Context: an optimization exercise on an open-source flow, tuned for small area. The choices shown serve that exercise and are no tape-out recipe. Function was checked by simulation only, so behaviour that the tests miss may differ from the original. Power and IR drop assume default switching activity.

run A:
Design chk_block, start of the top module:
module chk_block (
    input  wire        clk,
    input  wire        rst,
    input  wire        flr,
    input  wire        req_valid,
    output wire        req_ready,
    input  wire        req_write,
    input  wire        req_host,
    input  wire [7:0]  req_addr,
    input  wire [31:0] req_wdata,
    output wire        rsp_valid,
    output wire [31:0] rsp_rdata
);
    localparam [2:0] OP_CTRL  = 3'd0;
    localparam [2:0] OP_FEED  = 3'd1;
    localparam [2:0] OP_STATE = 3'd2;
    localparam [2:0] OP_AUX   = 3'd3;
    localparam [2:0] OP_COUNT = 3'd4;
    localparam [2:0] OP_RES   = 3'd5;
    localparam [2:0] OP_CRD   = 3'd6;    
    reg [8*3-1:0]  r_alg;
    reg [8*32-1:0] r_state;
    reg [8*9-1:0]  r_aux;
    reg [8*32-1:0] r_count;
    reg [2:0]      ptr;
    wire [2:0]  w_alg   = r_alg[23:21];
    wire [31:0] w_state = r_state[255:224];
    wire [8:0]  w_aux   = r_aux[71:63];
    wire [31:0] w_count = r_count[255:224];
    wire w_fl   = w_alg[2];
    wire w_c32  = !w_alg[2] && w_alg[1];
    wire w_c16  = !w_alg[2] && !w_alg[1] && w_alg[0];
    wire w_c8   = !w_alg[2] && !w_alg[1] && !w_alg[0];
    wire w_pend = w_aux[8];
    reg [4:0] ph;
    reg       sw_pend;
    reg       sw_on;
    reg       sw_all;
    wire frame_end = (ptr == 3'd7);
    wire ph_end    = frame_end && (ph == 5'd31);
    wire sw_block;    
    always @(posedge clk) begin
        if (rst) begin
            ph      <= 5'd0;
            sw_pend <= 1'b0;
            sw_on   <= 1'b1;
            sw_all  <= 1'b1;
        end else begin
            if (frame_end)
                ph <= ph + 5'd1;
  ...
Settings: LEC_CHECK=0, CAP_MARGIN=20, CORE_MARGIN=2, CORE_UTILIZATION=70, CTS_BUF_LIST=sky130_fd_sc_hd__clkbuf_8, CTS_CLUSTER_DIAMETER=50, CTS_CLUSTER_SIZE=20, PLACE_DENSITY=0.85, SLEW_MARGIN=20; clock period 13.0 ns.
standard.sh (not shown) runs the stock make flow with config.mk's settings and CLKGATE_MAP_FILE= SYNTH_SCRIPT=/design/flow/synth_recipe.tcl, a recipe that flattens the netlist after the stock synthesis.
==> flow/flow/run.sh <==
#!/bin/bash
# Own flow: the standard layout, with the synthesis's ABC step run with an
# area-oriented script instead of the speed script. Everything else in the
# synthesis (synth_recipe.tcl and ORFS's synth.tcl) is unchanged, so the
# registers keep the names and cell types the standard synthesis gives them.
set -euo pipefail
W=$(pwd)
cat > "$W/area_abc.script" <<EOS
strash
&get -n
&deepsyn -T 60
&put
dch
amap
topo
EOS
cat > "$W/area_synth.tcl" <<EOS
proc abc {args} {
  set i [lsearch -exact \$args -script]
  if { \$i >= 0 } { lset args [expr {\$i + 1}] {$W/area_abc.script} }
  yosys abc {*}\$args
}
source {$W/synth_recipe.tcl}
EOS
sed "s#$W/synth_recipe.tcl#$W/area_synth.tcl#" standard.sh > "$W/area_standard.sh"
grep -q area_synth.tcl "$W/area_standard.sh"
export BUFFER_PORTS_ARGS="-buffer_cell sky130_fd_sc_hd__buf_1"
export CTS_ARGS="-sink_clustering_enable -repair_clock_nets -sink_clustering_size 20 -sink_clustering_max_diameter 50 -buf_list sky130_fd_sc_hd__clkbuf_8 -dont_use_dummy_load"
bash "$W/area_standard.sh" finish > "$W/flow_make.log" 2>&1
[inputs] run B vs run A
- CORE_UTILIZATION changed from 70 to 60
- PLACE_DENSITY changed from 0.85 to 0.7
--- a/flow/flow/run.sh
+++ b/flow/flow/run.sh
@@ -7,7 +7,7 @@
 W=$(pwd)
+R="balance; rewrite; refactor; balance; rewrite; rewrite -z; balance; refactor -z; rewrite -z; balance"
 cat > "$W/area_abc.script" <<EOS
 strash
-&get -n
-&deepsyn -T 60
-&put
+$R
+$R
 dch
==> comparison <==
- | count of non-CTS inverters in the layout | run B vs run A | 15% higher |
- | proportion of cell area spent on the clock network | run A vs run B | ≈ equal |
- When run B is set beside run A, its clock network fraction of total power turns out to be 0.2 points smaller.
- The number of placed instances, taps included in run A is 0.947 times that in run B.
- Average size of a mapped cell went down slightly going from run A to run B.
- Run B against run A: portion of the layout cell area used by non-clock buffers moved up; utilization after layout shrank by 11 points; final period utilization picked up an extra 1.4 points; clock latency at the later pin of the worst-skew pair increased 0.02 ns; number of gates resized after CTS essentially unchanged.
Changes in run C relative to run B:
--- a/flow/flow/run.sh
+++ b/flow/flow/run.sh
@@ -27,3 +27,3 @@
 export BUFFER_PORTS_ARGS="-buffer_cell sky130_fd_sc_hd__buf_1"
-export CTS_ARGS="-sink_clustering_enable -repair_clock_nets -sink_clustering_size 20 -sink_clustering_max_diameter 50 -buf_list sky130_fd_sc_hd__clkbuf_8 -dont_use_dummy_load"
+export CTS_ARGS="-sink_clustering_enable -repair_clock_nets -sink_clustering_size 32 -sink_clustering_max_diameter 40 -buf_list sky130_fd_sc_hd__clkbuf_16 -dont_use_dummy_load"
 bash "$W/area_standard.sh" finish > "$W/flow_make.log" 2>&1
Run C reached the final stage; the timing, design-rule and antenna checks on its layout passed.
Latest clock arrival within the worst-skew pair was lower in run C than in run B.
Run C: sequential share of layout area 2.2 points below run B
On run C: first-pass GRT wire length is 660 microns higher than what run B gave.
Comparing run C and run B, logic gate share of total power is lower on run C.
In the flow results for run C and run B, the clock-cell share of area is larger on run C.
In the flow results for run C and run B, the met1 track demand over resource is smaller on run B.
#### Input delta (run D over run C)
--- a/flow/flow/run.sh
+++ b/flow/flow/run.sh
@@ -7,7 +7,7 @@
 W=$(pwd)
-R="balance; rewrite; refactor; balance; rewrite; rewrite -z; balance; refactor -z; rewrite -z; balance"
 cat > "$W/area_abc.script" <<EOS
 strash
-$R
-$R
+&get -n
+&deepsyn -T 60
+&put
 dch
@@ -27,3 +27,3 @@
 export BUFFER_PORTS_ARGS="-buffer_cell sky130_fd_sc_hd__buf_1"
-export CTS_ARGS="-sink_clustering_enable -repair_clock_nets -sink_clustering_size 32 -sink_clustering_max_diameter 40 -buf_list sky130_fd_sc_hd__clkbuf_16 -dont_use_dummy_load"
+export CTS_ARGS="-sink_clustering_enable -repair_clock_nets -sink_clustering_size 20 -sink_clustering_max_diameter 50 -buf_list sky130_fd_sc_hd__clkbuf_4 -sink_clustering_buffer sky130_fd_sc_hd__clkbuf_8 -dont_use_dummy_load"
 bash "$W/area_standard.sh" finish > "$W/flow_make.log" 2>&1
[summary]
Re layout buffer count excluding clock buffers: run C was higher than run D. Run C → run D: reported net switching power fell 9.4%, slew at the pin closest to its max-slew limit fell 0.19 ns, sequential group share of total power rose 8.7 points, share of the synthesized area in compound gates (AO/OA/AOI/OAI) fell 0.90 points, global routing met2 resource utilization rose 0.31 points. On buffering stage count on the worst path with inverters included, the lower figure sits with run C, not run D. In run D the number of nets in the finished design turned out 2.5% lower than in run C. Cmp run D and run C / maximum clock rate / higher: run D.
Input-level comparison between run E and run D:
==> flow/run.sh (new file) <==
#!/bin/bash
# synth_recipe.tcl (not shown) runs the flow's synth.tcl, then flattens the netlist and writes it again
# the make line also repeats each setting of config.mk as NAME=value (left out here)
make -C /OpenROAD-flow-scripts/flow DESIGN_CONFIG=/design/flow/config.mk WORK_HOME=/design/flow/orfs CLKGATE_MAP_FILE= SYNTH_SCRIPT=/design/flow/synth_recipe.tcl finish
removed: flow/flow/run.sh
removed: flow/standard.sh
==> comparison <==
In run E, the headroom to the max-slew limit came out 10 points below the value in run D. Looking only at per-instance average area after synthesis, and setting everything else aside, the higher value of run E and run D goes to run D. Run E vs run D: critical path buffer and inverter count down.

==> afterwards: timing with drivers on the ports <==
The flow's constraints put no driver on any port. The routed layouts listed below were extracted and timed again, unchanged, in two steps. Step 1 sets driving cells, clkbuf_16 on the clock port and buf_2 on the other inputs (assumed; they add their load-dependent delay and slew). Step 2 adds t to the input delays and takes it off the output delays; t is the mean of the earliest and latest rising clock arrival at the registers after step 1. Input paths then give back, and output paths get back, about the clock's delay inside the block. a / b / c = ideal ports / drivers / drivers and shift; a / b = the first two.
run | t (ns) | setup WS [ns] | hold WS [ns] | worst setup path at the end | worst data-port slew with drivers (ns)
run A | 0.592 | 4.773 / 4.773 / 4.773 | 0.289 / 0.289 / 0.289 | register to register | 0.05
run B | 0.592 | 4.596 / 4.574 / 4.574 | 0.206 / 0.206 / 0.206 | input to output | 0.04
run C | 0.585 | 4.626 / 4.603 / 4.603 | 0.260 / 0.260 / 0.260 | input to output | 0.04
run D | 0.740 | 4.791 / 4.766 / 4.766 | 0.251 / 0.251 / 0.251 | input to output | 0.04
run E | 0.629 | 4.649 / 4.620 / 4.620 | 0.304 / 0.304 / 0.304 | input to output | 0.04
After both steps every run listed still meets setup and hold. The setup slack of run E, which loses most, moves by -0.029 ns with the drivers and by -0.029 ns with both steps.
